From an optimization exercise on the open Yosys and OpenROAD flow, aimed at small area, a short achievable clock period and few clock cycles per item; shortcuts taken in it are not production practice.
Function was checked by simulation only, so behaviour that the tests miss may differ from the original.

--- flow/run.sh ---
#!/bin/bash
# synth_recipe.tcl (not shown) runs the flow's synth.tcl, then flattens the netlist and writes it again
# the make line also repeats each setting of config.mk as NAME=value (left out here)
make -C /OpenROAD-flow-scripts/flow DESIGN_CONFIG=/design/flow/config.mk WORK_HOME=/design/flow/orfs CLKGATE_MAP_FILE= SYNTH_SCRIPT=/design/flow/synth_recipe.tcl finish
--- flow/config.mk ---
export PLATFORM = sky130hd
export DESIGN_NAME = wz_fxu
export DESIGN_NICKNAME = wz_fxu
export VERILOG_FILES = /design/flow/design.v
export SDC_FILE = /design/flow/constraint.sdc
export NUM_CORES = 4
export LEC_CHECK = 0
export CAP_MARGIN = 30
export CORE_MARGIN = 2
export CORE_UTILIZATION = 40
export PLACE_DENSITY = 0.6
export SLEW_MARGIN = 30
--- flow/constraint.sdc ---
create_clock -name core_clock -period 17.0 [get_ports {clk}]
set_input_delay 3.4000 -clock core_clock [delete_from_list [all_inputs] [get_ports {clk}]]
set_output_delay 3.4000 -clock core_clock [all_outputs]
set_load 0.01 [all_outputs]
--- flow/design.v ---
module wz_fxu_rnd #(parameter W = 80) (
    input  wire [W-1:0] v,      
    input  wire [6:0]   k,      
    input  wire [1:0]   rm,     
    output wire [W-1:0] r       
);
    wire signed [W-1:0] vs = v;
    wire [W-1:0] q       = vs >>> k;
    wire [W-1:0] mask    = ~({W{1'b1}} << k);    
    wire [W-1:0] lomask  = mask >> 1;            
    wire rem_nz  = |(v & mask);
    wire half    = |(v & mask & ~lomask);
    wire below   = |(v & lomask);
    reg  inc;
    always @* begin
        case (rm)
            2'b00:   inc = 1'b0;                      
            2'b01:   inc = half;                      
            2'b10:   inc = half & (below | q[0]);     
            default: inc = v[W-1] & rem_nz;           
        endcase
    end
    assign r = q + {{(W-1){1'b0}}, inc};
endmodule
module wz_fxu_fitq #(parameter N = 72) (
    input  wire [N-1:0] v,
    input  wire         wide,
    input  wire         sat,
    output reg  [63:0]  r,
    output reg          clamp
);
    wire signed [N-1:0] vs = v;
    wire signed [N-1:0] max16 = 32767;
    wire signed [N-1:0] min16 = -32768;
    wire signed [N-1:0] max32 = 64'sh7FFFFFFF;
    wire signed [N-1:0] min32 = -64'sh80000000;
    always @* begin
        clamp = 1'b0;
        if (!wide) begin
            if (vs > max16) begin
                if (sat) begin r = 64'h0000_0000_0000_7FFF; clamp = 1'b1; end
                else     r = {{48{v[15]}}, v[15:0]};
            end else if (vs < min16) begin
                if (sat) begin r = 64'hFFFF_FFFF_FFFF_8000; clamp = 1'b1; end
                else     r = {{48{v[15]}}, v[15:0]};
            end else
                r = {{48{v[15]}}, v[15:0]};
        end else begin
            if (vs > max32) begin
                if (sat) begin r = 64'h0000_0000_7FFF_FFFF; clamp = 1'b1; end
                else     r = {{32{v[31]}}, v[31:0]};
            end else if (vs < min32) begin
                if (sat) begin r = 64'hFFFF_FFFF_8000_0000; clamp = 1'b1; end
                else     r = {{32{v[31]}}, v[31:0]};
            end else
                r = {{32{v[31]}}, v[31:0]};
        end
    end
endmodule
module wz_fxu_fitt #(parameter N = 97) (
    input  wire [N-1:0] v,
    input  wire         sat,
    output reg  [79:0]  r,
    output reg          clamp
);
    wire signed [N-1:0] vs = v;
    wire signed [N-1:0] max80 = {{(N-79){1'b0}}, {79{1'b1}}};
    wire signed [N-1:0] min80 = {{(N-79){1'b1}}, {79{1'b0}}};
    always @* begin
        clamp = 1'b0;
        r = v[79:0];
        if (sat && vs > max80) begin
            r = {1'b0, {79{1'b1}}};
            clamp = 1'b1;
        end else if (sat && vs < min80) begin
            r = {1'b1, {79{1'b0}}};
            clamp = 1'b1;
        end
    end
endmodule
module wz_fxu (
    input  wire        clk,
    input  wire        rst,
    input  wire        in_valid,
    output wire        in_ready,
    input  wire [4:0]  in_op,
    input  wire        in_q,       
    input  wire [1:0]  in_t,       
    input  wire [3:0]  in_x,       
    input  wire [63:0] in_a,
    input  wire [63:0] in_b,
    output reg         out_valid,
    output reg  [63:0] out_data,
    output reg         out_ill
);
    localparam OP_TCLR = 5'h00, OP_TMAC = 5'h01, OP_TMSU = 5'h02, OP_TRD  = 5'h03,
               OP_TSHL = 5'h04, OP_TSHR = 5'h05, OP_TMOV = 5'h06, OP_TLD  = 5'h07,
               OP_QMUL = 5'h08, OP_QADD = 5'h09, OP_QSUB = 5'h0A, OP_QNEG = 5'h0B,
               OP_QABS = 5'h0C, OP_QRND = 5'h0D,
               OP_CRD  = 5'h10, OP_CWR  = 5'h11, OP_TSVL = 5'h12, OP_TSVH = 5'h13,
               OP_TRST = 5'h14;
    reg [79:0] till [0:3];
    reg [1:0]  rm;
    reg        sat;
    reg        sov;
    assign in_ready = 1'b1;
    wire fire = in_valid & in_ready;
    wire signed [31:0] a_s = in_q ? in_a[31:0] : {{16{in_a[15]}}, in_a[15:0]};
    wire signed [31:0] b_s = in_q ? in_b[31:0] : {{16{in_b[15]}}, in_b[15:0]};
    wire signed [63:0] prod = a_s * b_s;
    wire [79:0] t_cur = till[in_t];
    wire [79:0] t_src = till[in_x[1:0]];
    wire [4:0]  s     = {1'b0, in_x} + 5'd1;
    wire signed [80:0] prod_al = in_q ? {{8{prod[63]}}, prod, 9'b0}
                                      : {{9{prod[63]}}, prod[30:0], 41'b0};
    wire signed [80:0] t_ext   = {t_cur[79], t_cur};
    wire signed [80:0] mac_sum = (in_op == OP_TMSU) ? t_ext - prod_al : t_ext + prod_al;
    wire [79:0] mac_fit;  wire mac_clamp;
    wz_fxu_fitt #(.N(81)) u_fit_mac (.v(mac_sum), .sat(sat), .r(mac_fit), .clamp(mac_clamp));
    wire [96:0] shl_val = {{17{t_cur[79]}}, t_cur} << s;
    wire [79:0] shl_fit;  wire shl_clamp;
    wz_fxu_fitt #(.N(97)) u_fit_shl (.v(shl_val), .sat(sat), .r(shl_fit), .clamp(shl_clamp));
    wire [79:0] shr_val;
    wz_fxu_rnd #(.W(80)) u_rnd_shr (.v(t_cur), .k({2'b0, s}), .rm(rm), .r(shr_val));
    wire [79:0] tld_val = in_q ? {{8{a_s[31]}}, a_s, 40'b0} : {{8{a_s[15]}}, a_s[15:0], 56'b0};
    wire [79:0] trd_val;
    wz_fxu_rnd #(.W(80)) u_rnd_trd (.v(t_cur), .k(in_q ? 7'd40 : 7'd56), .rm(rm), .r(trd_val));
    wire [63:0] qmul_val;
    wz_fxu_rnd #(.W(64)) u_rnd_qmul (.v(prod), .k(in_q ? 7'd31 : 7'd15), .rm(rm), .r(qmul_val));
    wire [5:0]  n     = in_b[5:0];
    wire [5:0]  kq    = in_q ? ((n > 6'd31) ? 6'd31 : n) : ((n > 6'd15) ? 6'd15 : n);
    wire [32:0] qrnd_r;
    wz_fxu_rnd #(.W(33)) u_rnd_qrnd (.v({a_s[31], a_s}), .k({1'b0, kq}), .rm(rm), .r(qrnd_r));
    wire [64:0] qrnd_val = {{32{qrnd_r[32]}}, qrnd_r} << kq;
    wire signed [32:0] a_x = {a_s[31], a_s};
    wire signed [32:0] b_x = {b_s[31], b_s};
    wire signed [32:0] add_r = a_x + b_x;
    wire signed [32:0] sub_r = a_x - b_x;
    wire signed [32:0] neg_r = -a_x;
    reg  [71:0] q_val;
    always @* begin
        case (in_op)
            OP_TRD:  q_val = trd_val[71:0];
            OP_QMUL: q_val = {{8{qmul_val[63]}}, qmul_val};
            OP_QADD: q_val = {{39{add_r[32]}}, add_r};
            OP_QSUB: q_val = {{39{sub_r[32]}}, sub_r};
            OP_QNEG: q_val = {{39{neg_r[32]}}, neg_r};
            OP_QABS: q_val = a_x[32] ? {39'd0, neg_r} : {39'd0, a_x};
            default: q_val = {{7{qrnd_val[64]}}, qrnd_val};
        endcase
    end
    wire [63:0] q_fit;  wire q_clamp;
    wz_fxu_fitq #(.N(72)) u_fit_q (.v(q_val), .wide(in_q), .sat(sat), .r(q_fit), .clamp(q_clamp));
    reg        legal;
    reg        t_we;
    reg [79:0] t_new;
    reg [63:0] res;
    reg        set_sov;
    always @* begin
        legal   = 1'b1;
        t_we    = 1'b0;
        t_new   = t_cur;
        res     = 64'd0;
        set_sov = 1'b0;
        case (in_op)
            OP_TCLR: begin t_we = 1'b1; t_new = 80'd0; end
            OP_TMAC, OP_TMSU: begin t_we = 1'b1; t_new = mac_fit; set_sov = mac_clamp; end
            OP_TRD:  begin res = q_fit; set_sov = q_clamp; end
            OP_TSHL: begin t_we = 1'b1; t_new = shl_fit; set_sov = shl_clamp; end
            OP_TSHR: begin t_we = 1'b1; t_new = shr_val; end
            OP_TMOV: begin t_we = 1'b1; t_new = t_src; end
            OP_TLD:  begin t_we = 1'b1; t_new = tld_val; end
            OP_QMUL, OP_QADD, OP_QSUB, OP_QNEG, OP_QABS, OP_QRND:
                     begin res = q_fit; set_sov = q_clamp; end
            OP_CRD:  res = {60'd0, sov, sat, rm};
            OP_CWR:  ;
            OP_TSVL: res = t_cur[63:0];
            OP_TSVH: res = {48'd0, t_cur[79:64]};
            OP_TRST: begin t_we = 1'b1; t_new = {in_b[15:0], in_a}; end
            default: legal = 1'b0;
        endcase
    end
    integer i;
    always @(posedge clk) begin
        if (rst) begin
            for (i = 0; i < 4; i = i + 1) till[i] <= 80'd0;
            rm        <= 2'b00;
            sat       <= 1'b1;
            sov       <= 1'b0;
            out_valid <= 1'b0;
            out_data  <= 64'd0;
            out_ill   <= 1'b0;
        end else begin
            out_valid <= fire;
            if (fire) begin
                out_data <= res;
                out_ill  <= ~legal;
                if (t_we) till[in_t] <= t_new;
                if (in_op == OP_CWR) begin
                    rm  <= in_a[1:0];
                    sat <= in_a[2];
                    sov <= in_a[3];
                end else if (set_sov)
                    sov <= 1'b1;
            end
        end
    end
endmodule
==> impl_metrics.env <==
export IMPL_outcome="no timing/DRC/antenna violations"
export IMPL_cts_hold_buf=0
export IMPL_finalCritPeriodShare=0.9774
export IMPL_ys_types=139
export IMPL_grt_pass1_wl_mm=737.4
export IMPL_cts_tree="done"
export IMPL_drive_above_1_share=0.1944
export IMPL_synth_most_common_cell="nor2_1"
export IMPL_synthCells=11260
export IMPL_seqCellArea_um2=11010
export IMPL_worst_pin_slew_ps=1179
export IMPL_worst_path_buf_inv=17
export IMPL_grt_max_degree=144
export IMPL_crit_fanout=16
export IMPL_top_layer="met5"
export IMPL_drt_iter0_drc=13020
export IMPL_synthTopCellsByArea="fa_1 (23%), edfxtp_1 (10%), mux4_2 (6.5%), nor2_1 (5.8%), inv_1 (5.1%)"
export IMPL_setup_violations_final=0
export IMPL_cts_buffers=42
export IMPL_end_kind="flip-flop"
export IMPL_worstReg2RegStart="till[3][9]"
export IMPL_ant_nets=0
export IMPL_syn_nets=12820
export IMPL_setup_tns_ps=0
export IMPL_die_height_um=485.4
export IMPL_vias_per_cell=6.448
export IMPL_cts_htree_levels=2
export IMPL_worstPathArrival_ps=16990
export IMPL_grt_pass1_vias=96100
export IMPL_pin_count=210
export IMPL_slew_limit_headroom=0.2067
export IMPL_wl_mm=528.7
export IMPL_ys_seq_area_frac=0.1188
export IMPL_cts_clk_slew_worst_paths_ps=60
export IMPL_startpoint_type="primary input"
export IMPL_grt_overflow=0
export IMPL_wl_met1_mm=195.4
export IMPL_track_usage=0.4394
export IMPL_yosysWarnings=7
export IMPL_core_area_um2=230100
export IMPL_syn_area_um2=92680
export IMPL_min_from="out_ill"
export IMPL_dp_hpwl_mm=425.0
export IMPL_synthArstFlopShare=0
export IMPL_clockBufferDepth=3
export IMPL_dr_pass1_iters=9
export IMPL_slew_violations=0
export IMPL_wire_per_inst_um=34.80
export IMPL_wl_met2_mm=229.7
export IMPL_gp_congestion=1.061
export IMPL_synthFlopType="edfxtp_1"
export IMPL_dieArea_um2=235600
export IMPL_worstSkewPairLatency_ps=680
export IMPL_crit_start="in_a[31]"
export IMPL_syn_avg_cell_area_um2=8.233
export IMPL_layout_nets=13650
export IMPL_hold_slack_ps=487.7
export IMPL_multi_input_area_um2=74520
export IMPL_fin_crit_ps=16620
export IMPL_finalClockSkew_ps=55.29
export IMPL_synth_edf_count=320
export IMPL_worst_path_dominant_cell_family="adder cells"
export IMPL_start_util=0.4028
export IMPL_max_cap_viol_count=0
export IMPL_num_fill_cells=22580
export IMPL_rows=176
export IMPL_via_count=97960
export IMPL_critPathMaxStageDelay_ps=710
export IMPL_die_w_um=485.4
export IMPL_antenna_found_initial=63
export IMPL_finalHoldViolations=0
export IMPL_met3WireLength_mm=56.64
export IMPL_hold_path_class="flip-flop to flip-flop"
export IMPL_cts_root_buffer_cell="clkbuf_16"
export IMPL_netlist_area_leader_share=0.2341
export IMPL_io_buffers=176
export IMPL_path_class="primary input to flip-flop"
export IMPL_slowest_stage="or4b_2"
export IMPL_area_growth_pct=17.94
export IMPL_ys_ff_latch=390
export IMPL_ys_top_cells_by_count="nor2_1 (1438), inv_1 (1270), nand2_1 (1151), fa_1 (1084), a21oi_1 (710)"
export IMPL_fmax_mhz=60.18
export IMPL_clock_sinks=390
export IMPL_cp_required_ps=17370
export IMPL_drc=0
export IMPL_synth_top_area_cell="fa_1"
## kinds of logic (layout without fill, tap and decap cells)
group | after synthesis | count (layout) | share of synthesized area
AOI/OAI and AO/OA | 2499 | 2499 | 0.1837
xor gates and xnor gates | 334 | 334 | 0.03156
adders and majority gates | 1421 | 1421 | 0.2796
buffers and inverters | 2154 | 3018 | 0.09126
DFF | 390 | 390 | 0.1188
muxes | 632 | 632 | 0.1066
other | 1 | 45 | 0.00004046
and+or+nand+nor | 3827 | 3827 | 0.1884
## registers in the layout, summed over array words and instances (netlist names)
signal and count:
sov 1, out_data 64, out_ill 1, out_valid 1, sat 1, till 320, rm 2
## cell usage in the layout (no fill, tap or decap), types with 193 or more instances in the layout
master	netlist	layout
a21oi_1	710	679
and2_1	234	230
buf_4	15	1387
edfxtp_1	320	320
fa_1	1084	1068
ha_1	336	330
inv_1	1270	1261
mux2i_1	254	253
mux4_2	269	269
nand2_1	1151	1144
nand3_1	197	196
nor2_1	1438	1428
o21ai_0	463	449
xnor2_1	204	193
## metrics by stage
stage	cell area, µm²	utilization	std cells	setup slack, ps
after detailed placement	107300	0.4664	15060	-423.3
after global routing	109200	0.4747	15160	-36.84
after floorplan	93790	-	11260	2.002
after CTS	108800	0.4727	15140	174.0
final	109300	0.4750	15190	383.9
after global placement	107300	0.4662	15060	-365.8
## worst register-to-register path, stage by stage, from the launching register on
cell and delay, ps:
edfxtp_1 380, mux4_2 750, or2_2 400, or4_1 430
or4_1 410, nor4_1 370, a211oi_1 130, a31oi_1 150
o22ai_1 120, ha_1 230, ha_1 200, nor2b_1 200
nand4_1 350, or2_2 310, a21oi_1 90, nor4_1 850
a2111oi_1 130, buf_4 220, a21oi_1 100, o21ai_0 90
o41ai_1 990, o2111ai_1 190, nor4_1 310, a41oi_1 220
o2111a_1 340, buf_12 180, a221o_1 290
## metal layers
| metal | vias up | global-route usage |
|---|---|---|
| met5 | - | 0.002654 |
| met4 | 22 | 0.3196 |
| met3 | 1604 | 0.1085 |
| met2 | 6616 | 0.6676 |
| met1 | 49050 | 0.5433 |
| li1 | 40670 | - |
## timing repair
item                       CTS  global route
setup buffers                0             8
resized for setup            0            64
setup endpoints to repair    0           381
## worst paths after layout
check                               endpoint  slack, ps  depth (start not counted)
worst max-delay path              till[3][9]        380                         53
worst min-delay path                 out_ill        490                          2
worst max register to register  out_data[54]       8450                         26
worst min register to register       out_ill        490                          2
## cell type report
type | instances | area share
Antenna cell | 44 | 0.001007
Sequential cell | 390 | 0.1007
Clock buffer | 46 | 0.009752
Multi-Input combinational cell | 8714 | 0.6817
Timing Repair Buffer | 1634 | 0.1236
Clock inverter | 30 | 0.003571
Tap cell | 3026 | 0.03463
Inverter | 1308 | 0.04507
Testbench counts, summed over its fixed seeds: cycles 12,008, items 12,000.

## separate check: timing with driven ports
In the flow no input, the clock included, has a driving cell. The finished layout below was timed again as built, in two steps.
Step 1, drivers: a clkbuf_16 drives clk and a buf_2 each remaining input, both assumed.
Step 2 times the ports against the registers' clock, not the clock port: input delays grow and output delays shrink by t, the midpoint of the rising clock arrivals with the driver on.
Slacks: ideal ports / drivers / drivers and shift; pairs: ideal ports / drivers.
t (ns): 0.742
setup WS [ns]: 0.384 / 0.448 / -0.294
latest minus earliest clock arrival (ns): 0.055 / 0.055
worst register clock-pin slew, ns: 0.08 / 0.08
With both steps, setup timing fails in this run, where it was met with ideal ports. The setup slack of this run moves by +0.064 ns with the drivers and by -0.678 ns with both steps.
